This design comes from an exercise in tuning for small area and few clock cycles per item on the open sky130 flow, not from production work. The RTL was checked by simulation tests, not by an equivalence proof against the original design.

==> flow/design.v <==
module ctl_pid (
    input  wire        clk,
    input  wire        rst,
    input  wire        in_valid,
    output wire        in_ready,
    input  wire        restart,
    input  wire [31:0] y,
    input  wire [31:0] ri,
    input  wire [31:0] u0,
    input  wire        slew_en,
    input  wire [30:0] slew,
    input  wire [23:0] kp,
    input  wire [23:0] ki,
    input  wire [23:0] kd,
    input  wire [23:0] kn,
    input  wire [31:0] lo,
    input  wire [31:0] hi,
    input  wire [31:0] rp_in,
    input  wire [31:0] yp_in,
    input  wire [47:0] d_in,
    input  wire [47:0] i_in,
    input  wire [31:0] u_prev_in,
    input  wire        reinit_in,
    output reg         out_valid,
    output reg  [31:0] u,
    output reg  [31:0] r_out,
    output reg  [47:0] d_out,
    output reg  [47:0] i_out
);
    assign in_ready = 1'b1;
    wire signed [31:0] ys  = y;
    wire signed [31:0] ris = ri;
    wire signed [31:0] los = lo;
    wire signed [31:0] his = hi;
    wire signed [31:0] rp = restart ? ys : $signed(rp_in);
    wire signed [47:0] d0 = restart ? 48'sd0 : $signed(d_in);
    wire signed [31:0] u0s = u0;
    wire signed [31:0] u0c = (u0s < los) ? los : (u0s > his) ? his : u0s;
    wire signed [31:0] up  = restart ? u0c : $signed(u_prev_in);
    wire signed [32:0] rhi = rp + $signed({2'b00, slew});
    wire signed [32:0] rlo = rp - $signed({2'b00, slew});
    wire signed [31:0] r = !slew_en ? ris :
                           (ris > rhi) ? rhi[31:0] :
                           (ris < rlo) ? rlo[31:0] : ris;
    wire signed [32:0] ew  = r - ys;
    wire signed [31:0] e   = (ew > 33'sd2147483647) ? 32'sh7FFFFFFF :
                             (ew < -33'sd2147483648) ? 32'sh80000000 : ew[31:0];
    wire signed [32:0] dyw = restart ? 33'sd0 : ys - $signed(yp_in);
    wire signed [31:0] dy  = (dyw > 33'sd2147483647) ? 32'sh7FFFFFFF :
                             (dyw < -33'sd2147483648) ? 32'sh80000000 : dyw[31:0];
    wire signed [23:0] kns = kn;
    wire        [16:0] knc = kns[23] ? 17'd0 : (kns > 24'sh010000) ? 17'h10000 : kn[16:0];
    wire [24:0] kdx = {kd, 1'b0};
    wire [32:0] dyx = {dy[31], dy};
    reg  [55:0] kdy_s, rowd, negd;
    reg  [32:0] seld;
    reg  [2:0]  td;
    integer     j;
    always @* begin
        negd = 56'd0;
        kdy_s = 56'd0;
        for (j = 0; j < 12; j = j + 1) begin
            td = kdx[2*j +: 3];
            seld = ({33{td[0] ^ td[1]}} & dyx) | ({33{(td == 3'b011) | (td == 3'b100)}} & {dyx[31:0], 1'b0});
            seld = seld ^ {33{~td[2]}};
            negd[2*j] = ~td[2];
            rowd = {23'd0, ~seld[32], seld[31:0]} << (2*j);
            kdy_s = kdy_s + rowd;
        end
    end
    localparam [55:0] BOFF = -(56'h555555 << 32);
    wire signed [55:0] gw   = kdy_s + negd + BOFF;
    wire               g_hi = (gw > 56'sd140737488355327);
    wire               g_lo = (gw < -56'sd140737488355328);
    wire        [48:0] gdw  = gw[48:0] - {d0[47], d0};
    wire signed [48:0] gd_n = gdw;
    wire signed [48:0] gd_h = 49'sd140737488355327 - d0;
    wire signed [48:0] gd_l = -49'sd140737488355328 - d0;
    wire signed [48:0] gd   = g_hi ? gd_h : g_lo ? gd_l : gd_n;
    reg               vb, reinitb;
    reg signed [31:0] eb, rb, lob, hib;
    reg        [23:0] kpb, kib;
    reg signed [48:0] gdb;
    reg signed [47:0] d0b;
    reg signed [47:0] zb;         
    reg        [16:0] knb;
    always @(posedge clk) begin
        if (rst) vb <= 1'b0;
        else     vb <= in_valid;
        reinitb <= restart | reinit_in;
        eb <= e;   rb <= r;   lob <= los;  hib <= his;
        kpb <= kp; kib <= ki; gdb <= gd;  d0b <= d0;
        zb <= (restart | reinit_in) ? {up, 16'd0} : i_in;
        knb <= knc;
    end
    wire [24:0] kpx = {kpb, 1'b0};
    wire [24:0] kix = {kib, 1'b0};
    wire [32:0] ex  = {eb[31], eb};
    reg  [55:0] kpe_s, kie_s, rowp, rowi, negp, negi;
    reg  [32:0] selp, seli;
    reg  [2:0]  tp, ti;
    integer     k;
    always @* begin
        negp = 56'd0; negi = 56'd0;
        kpe_s = 56'd0; kie_s = 56'd0;
        for (k = 0; k < 12; k = k + 1) begin
            tp = kpx[2*k +: 3];
            ti = kix[2*k +: 3];
            selp = ({33{tp[0] ^ tp[1]}} & ex) | ({33{(tp == 3'b011) | (tp == 3'b100)}} & {ex[31:0], 1'b0});
            seli = ({33{ti[0] ^ ti[1]}} & ex) | ({33{(ti == 3'b011) | (ti == 3'b100)}} & {ex[31:0], 1'b0});
            selp = selp ^ {33{tp[2]}};
            seli = seli ^ {33{ti[2]}};
            negp[2*k] = tp[2];
            negi[2*k] = ti[2];
            rowp = {23'd0, ~selp[32], selp[31:0]} << (2*k);
            rowi = {23'd0, ~seli[32], seli[31:0]} << (2*k);
            kpe_s = kpe_s + rowp;
            kie_s = kie_s + rowi;
        end
    end
    wire        kpe_neg = (|kpb) & (|eb) & (kpb[23] ^ eb[31]);
    wire [55:0] kpr = kpe_s + negp + BOFF + 56'h7FFF + {55'd0, ~kpe_neg};
    wire signed [55:0] kie = kie_s + negi + BOFF;
    wire signed [39:0] pr = kpr[55:16];
    wire signed [31:0] p  = (pr > 40'sd2147483647) ? 32'sh7FFFFFFF :
                            (pr < -40'sd2147483648) ? 32'sh80000000 : pr[31:0];
    wire [17:0] knx = {knb, 1'b0};
    wire [49:0] gdx = {gdb[48], gdb};
    wire        fneg = (|knb) & gdb[48];
    reg  [63:0] f_s, f_neg, rowf;
    reg  [49:0] self;
    reg  [2:0]  tf;
    integer     m;
    always @* begin
        f_s = 64'd0; f_neg = 64'd0;
        for (m = 0; m < 9; m = m + 1) begin
            tf = (m == 8) ? {1'b0, knx[17:16]} : knx[2*m +: 3];
            self = ({50{tf[0] ^ tf[1]}} & gdx) | ({50{(tf == 3'b011) | (tf == 3'b100)}} & {gdx[48:0], 1'b0});
            self = self ^ {50{tf[2]}};
            f_neg[2*m] = tf[2];
            rowf = {13'd0, ~self[49], self[48:0]} << (2*m);
            f_s = f_s + rowf;
        end
    end
    localparam [63:0] FOFF = -(64'h15555 << 49);
    wire [63:0] fsum = f_s + f_neg + FOFF + {d0b, 16'd0} + 64'h7FFF + {63'd0, ~fneg};
    wire signed [47:0] dn = fsum[63:16];
    wire signed [49:0] iw = zb - $signed({p, 16'd0}) - dn;
    wire signed [47:0] ir = (iw > 50'sd140737488355327) ? 48'sh7FFFFFFFFFFF :
                            (iw < -50'sd140737488355328) ? 48'sh800000000000 : iw[47:0];
    wire signed [47:0] i1 = reinitb ? ir : zb;
    wire               kie_big = (kie[55:48] != {8{kie[48]}});
    wire signed [49:0] icw = i1 + $signed(kie[48:0]);
    wire signed [47:0] ic  = (kie_big ? !kie[55] : (icw > 50'sd140737488355327)) ? 48'sh7FFFFFFFFFFF :
                             (kie_big ?  kie[55] : (icw < -50'sd140737488355328)) ? 48'sh800000000000 : icw[47:0];
    reg               vc;
    reg signed [47:0] icc, i1c, dnc;
    reg signed [31:0] pc, rc, loc, hic;
    always @(posedge clk) begin
        if (rst) vc <= 1'b0;
        else     vc <= vb;
        icc <= ic;  i1c <= i1;  dnc <= dn;
        pc <= p;    rc <= rb;   loc <= lob;  hic <= hib;
    end
    wire signed [48:0] icd = icc + dnc;
    wire               qc  = icd[15] & ((|icd[14:0]) | ~icd[48]);
    wire signed [33:0] vw  = pc + $signed(icd[48:16]) + $signed({1'b0, qc});
    wire signed [33:0] lox = loc;
    wire signed [33:0] hix = hic;
    wire               v_lt_lo = (vw < lox);
    wire               v_gt_hi = (vw > hix);
    wire               inlim = !v_lt_lo && (vw != lox) && !v_gt_hi && (vw != hix);
    always @* begin
        out_valid = vc;
        u     = v_lt_lo ? loc : v_gt_hi ? hic : vw[31:0];
        r_out = rc;
        d_out = dnc;
        i_out = inlim ? icc : i1c;
    end
endmodule
==> flow/config.mk <==
export PLATFORM = sky130hd
export DESIGN_NAME = ctl_pid
export DESIGN_NICKNAME = ctl_pid
export VERILOG_FILES = /design/flow/design.v
export SDC_FILE = /design/flow/constraint.sdc
export NUM_CORES = 4
export LEC_CHECK = 0
export CAP_MARGIN = 20
export CORE_MARGIN = 2
export CORE_UTILIZATION = 55
export CTS_BUF_LIST = sky130_fd_sc_hd__clkbuf_4 sky130_fd_sc_hd__clkbuf_8
export SLEW_MARGIN = 20
==> flow/constraint.sdc <==
create_clock -name core_clock -period 20.0 [get_ports {clk}]
set_input_delay 4.0000 -clock core_clock [delete_from_list [all_inputs] [get_ports {clk}]]
set_output_delay 4.0000 -clock core_clock [all_outputs]
set_load 0.01 [all_outputs]
standard.sh (not shown) runs the stock make flow with config.mk's settings and CLKGATE_MAP_FILE= SYNTH_SCRIPT=/design/flow/synth_recipe.tcl, a recipe that flattens the netlist after the stock synthesis.
==> flow/flow/run.sh <==
#!/bin/bash
# Own layout flow: the standard synthesis and layout, with these changes:
#  - after synthesis, flow/polopt.py re-picks the polarity of full adders and
#    XOR gates so that fewer inverters are needed (same registers, same
#    function; see the script);
#  - port buffering uses the smallest buffer, sky130_fd_sc_hd__buf_1;
#  - clock tree synthesis inserts no dummy loads.
# Each step's full output goes to a log file of its own in this folder.
set -euo pipefail
R=orfs/results/${FLOW_PLATFORM}/ctl_pid/base

bash standard.sh synth > std_synth.log 2>&1

cp "$R/1_2_yosys.v" 1_2_yosys.std.v
python3 flow/polopt.py 1_2_yosys.std.v 1_2_yosys.polopt.v > polopt.log 2>&1
cp 1_2_yosys.polopt.v "$R/1_2_yosys.v"
rm -f "$R/1_synth.odb" "$R/1_synth.sdc" 1_2_yosys.std.v 1_2_yosys.polopt.v

export BUFFER_PORTS_ARGS="-buffer_cell sky130_fd_sc_hd__buf_1"
export CTS_ARGS="-sink_clustering_enable -repair_clock_nets -dont_use_dummy_load -buf_list {sky130_fd_sc_hd__clkbuf_4 sky130_fd_sc_hd__clkbuf_8}"
bash standard.sh finish > std_finish.log 2>&1
Other scripts of this flow, unchanged in this note and not shown: flow/flow/polopt.py
Testbench counts at the start, summed over its fixed seeds: cycles 32,016, items 32,000.
Edit:
--- a/flow/flow/run.sh
+++ b/flow/flow/run.sh
@@ -1,4 +1,8 @@
 #!/bin/bash
 # Own layout flow: the standard synthesis and layout, with these changes:
+#  - synthesis maps the logic left after the full and half adders with an
+#    area-oriented ABC script (flow/abc_area.script, through ABC_AREA=1 and a
+#    copy of ORFS's scripts folder); registers are mapped before ABC runs, so
+#    they are the standard synthesis's;
 #  - after synthesis, flow/polopt.py re-picks the polarity of full adders and
 #    XOR gates so that fewer inverters are needed (same registers, same
@@ -10,5 +14,8 @@
 R=orfs/results/${FLOW_PLATFORM}/ctl_pid/base
 
-bash standard.sh synth > std_synth.log 2>&1
+rm -rf scripts_abc
+cp -r "$FLOW_HOME/scripts" scripts_abc
+cp flow/abc_area.script scripts_abc/abc_area.script
+SCRIPTS_DIR="$PWD/scripts_abc" ABC_AREA=1 bash standard.sh synth > std_synth.log 2>&1
 
 cp "$R/1_2_yosys.v" 1_2_yosys.std.v
@@ -20,2 +27,3 @@
 export CTS_ARGS="-sink_clustering_enable -repair_clock_nets -dont_use_dummy_load -buf_list {sky130_fd_sc_hd__clkbuf_4 sky130_fd_sc_hd__clkbuf_8}"
 bash standard.sh finish > std_finish.log 2>&1
+rm -rf scripts_abc
==> flow/flow/abc_area.script (new file) <==
&get -n
&st
&dch
&nf -R 1000 -p
&put
topo
stime -c
dnsize -c
Result: The changed run ran to the end with no violations; cell area came out lower by 2.8%; sequential share of layout area rises by 0.31 points; fmax is higher by 1.4%; synthesized area is lower by 6.3%; worst hold slack is better by 0.019 ns.

---

Setup of run A:
Another version of the RTL of ctl_pid (not shown whole).
For scale: roughly 12,000 cells after synthesis, ~110,000 µm² of cells after synthesis.
clock: 20.0 ns
lec_check: 0
cap_margin: 20
core_margin: 2
core_utilization: 55
cts_buf_list: sky130_fd_sc_hd__clkbuf_4 sky130_fd_sc_hd__clkbuf_8
slew_margin: 20
==> flow/flow/run.sh <==
#!/bin/bash
# Own layout flow: the standard synthesis and layout, with these changes:
#  - synthesis maps the logic left after the full and half adders with an
#    area-oriented ABC script (flow/abc_area.script, through ABC_AREA=1 and a
#    copy of ORFS's scripts folder); registers are mapped before ABC runs, so
#    they are the standard synthesis's;
#  - after synthesis, flow/polopt.py re-picks the polarity of full adders and
#    XOR gates so that fewer inverters are needed (same registers, same
#    function; see the script);
#  - port buffering uses the smallest buffer, sky130_fd_sc_hd__buf_1;
#  - clock tree synthesis inserts no dummy loads.
# Each step's full output goes to a log file of its own in this folder.
set -euo pipefail
R=orfs/results/${FLOW_PLATFORM}/ctl_pid/base

rm -rf scripts_abc
cp -r "$FLOW_HOME/scripts" scripts_abc
cp flow/abc_area.script scripts_abc/abc_area.script
SCRIPTS_DIR="$PWD/scripts_abc" ABC_AREA=1 bash standard.sh synth > std_synth.log 2>&1

cp "$R/1_2_yosys.v" 1_2_yosys.std.v
python3 flow/polopt.py 1_2_yosys.std.v 1_2_yosys.polopt.v > polopt.log 2>&1
cp 1_2_yosys.polopt.v "$R/1_2_yosys.v"
rm -f "$R/1_synth.odb" "$R/1_synth.sdc" 1_2_yosys.std.v 1_2_yosys.polopt.v

export BUFFER_PORTS_ARGS="-buffer_cell sky130_fd_sc_hd__buf_1"
export CTS_ARGS="-sink_clustering_enable -repair_clock_nets -dont_use_dummy_load -buf_list {sky130_fd_sc_hd__clkbuf_4 sky130_fd_sc_hd__clkbuf_8}"
bash standard.sh finish > std_finish.log 2>&1
rm -rf scripts_abc
==> flow/flow/abc_area.script <==
&get -n
&st
&dch
&nf -R 1000 -p
&put
topo
stime -c
dnsize -c
Other scripts of this flow, unchanged in this note and not shown: flow/flow/polopt.py
Run A finished all stages; the layout is clean.
Testbench counts of run A, summed over its fixed seeds: cycles 32,016, items 32,000.
Input changes introduced in run B (baseline for comparison: run A):
Settings: CTS_BUF_LIST: sky130_fd_sc_hd__clkbuf_4 sky130_fd_sc_hd__clkbuf_8 -> sky130_fd_sc_hd__clkbuf_4; CAP_MARGIN: 20 -> 5; SLEW_MARGIN: 20 -> 5.
-- flow/flow/run.sh --
<<< run A, line 27
export CTS_ARGS="-sink_clustering_enable -repair_clock_nets -dont_use_dummy_load -buf_list {sky130_fd_sc_hd__clkbuf_4 sky130_fd_sc_hd__clkbuf_8}"
>>> run B, line 27
export CTS_ARGS="-sink_clustering_enable -repair_clock_nets -dont_use_dummy_load -buf_list {sky130_fd_sc_hd__clkbuf_4}"
Results
- Compared with run A, run B shows a maximum frequency that is about 0.5% higher.
- Run A has lower setup slack than run B.
- Run B finished every stage and its layout cleared the timing, design-rule and antenna checks.
- Diff run B..run A | area of all placed cells without fillers | negligible
- Worst-case register-to-register setup slack across run A and run B: no real change.
The inputs of run C differ from those of run B as listed below.
Settings: CAP_MARGIN changed from 5 to 20; SLEW_MARGIN changed from 5 to 20.
- Critical path depth for run C is higher than for run B.
- Worst path buffer plus inverter count ended up 1 higher on run C than on run B.
- Looking at run B and run C, the net total in the final layout is a wash.
Setup changes, run C to run D
Settings: swapping sky130_fd_sc_hd__clkbuf_4 for sky130_fd_sc_hd__clkbuf_4 sky130_fd_sc_hd__clkbuf_8 in CTS_BUF_LIST.
-- flow/flow/run.sh --
<<< run C, line 27
export CTS_ARGS="-sink_clustering_enable -repair_clock_nets -dont_use_dummy_load -buf_list {sky130_fd_sc_hd__clkbuf_4}"
>>> run D, line 27
export CTS_ARGS="-sink_clustering_enable -repair_clock_nets -dont_use_dummy_load -buf_list {sky130_fd_sc_hd__clkbuf_4 sky130_fd_sc_hd__clkbuf_8}"
-- flow/flow/abc_area.script --
<<< run C, line 4
&nf -R 1000 -p
>>> run D, line 4
&nf -R 20 -p
[summary]
Diff run C -> run D: placer's final routability congestion estimate has increased, die footprint has increased, relative area of non-clock buffer cells in the final design has decreased, net count reported at finish has decreased.

-- separate check: timing with driven ports --
How much do the figures lean on ideal ports? The routed layouts below were timed once more, with nothing changed but the port constraints. Step 1 assumes that a clkbuf_16 drives the clock port and a buf_2 every other input. Step 2 also shifts input and output timing later by t, the mid clock arrival at the registers, as if the neighbouring blocks saw the same clock. a / b / c = no drivers / after step 1 / after step 2; a / b = the first two.
| run | t (ns) | slack for setup (ns) | slew at the worst register clock pin (ns) |
|---|---|---|---|
| the first run of note 1 | 0.917 | 0.801 / 0.801 / 0.801 | 0.07 / 0.07 |
| the second run of note 1 | 0.926 | 1.065 / 1.065 / 0.736 | 0.08 / 0.08 |
| run A | 0.994 | 1.018 / 0.918 / 1.605 | 0.07 / 0.07 |
| run B | 1.346 | 1.109 / 1.009 / 1.620 | 0.07 / 0.07 |
| run C | 1.348 | 1.090 / 0.991 / 1.649 | 0.07 / 0.07 |
| run D | 1.002 | 1.917 / 1.814 / 2.204 | 0.07 / 0.07 |
After both steps setup and hold are still met in every run listed. The setup slack of the second run of note 1, which loses most, moves by 0.000 ns with the drivers and by -0.329 ns with both steps.
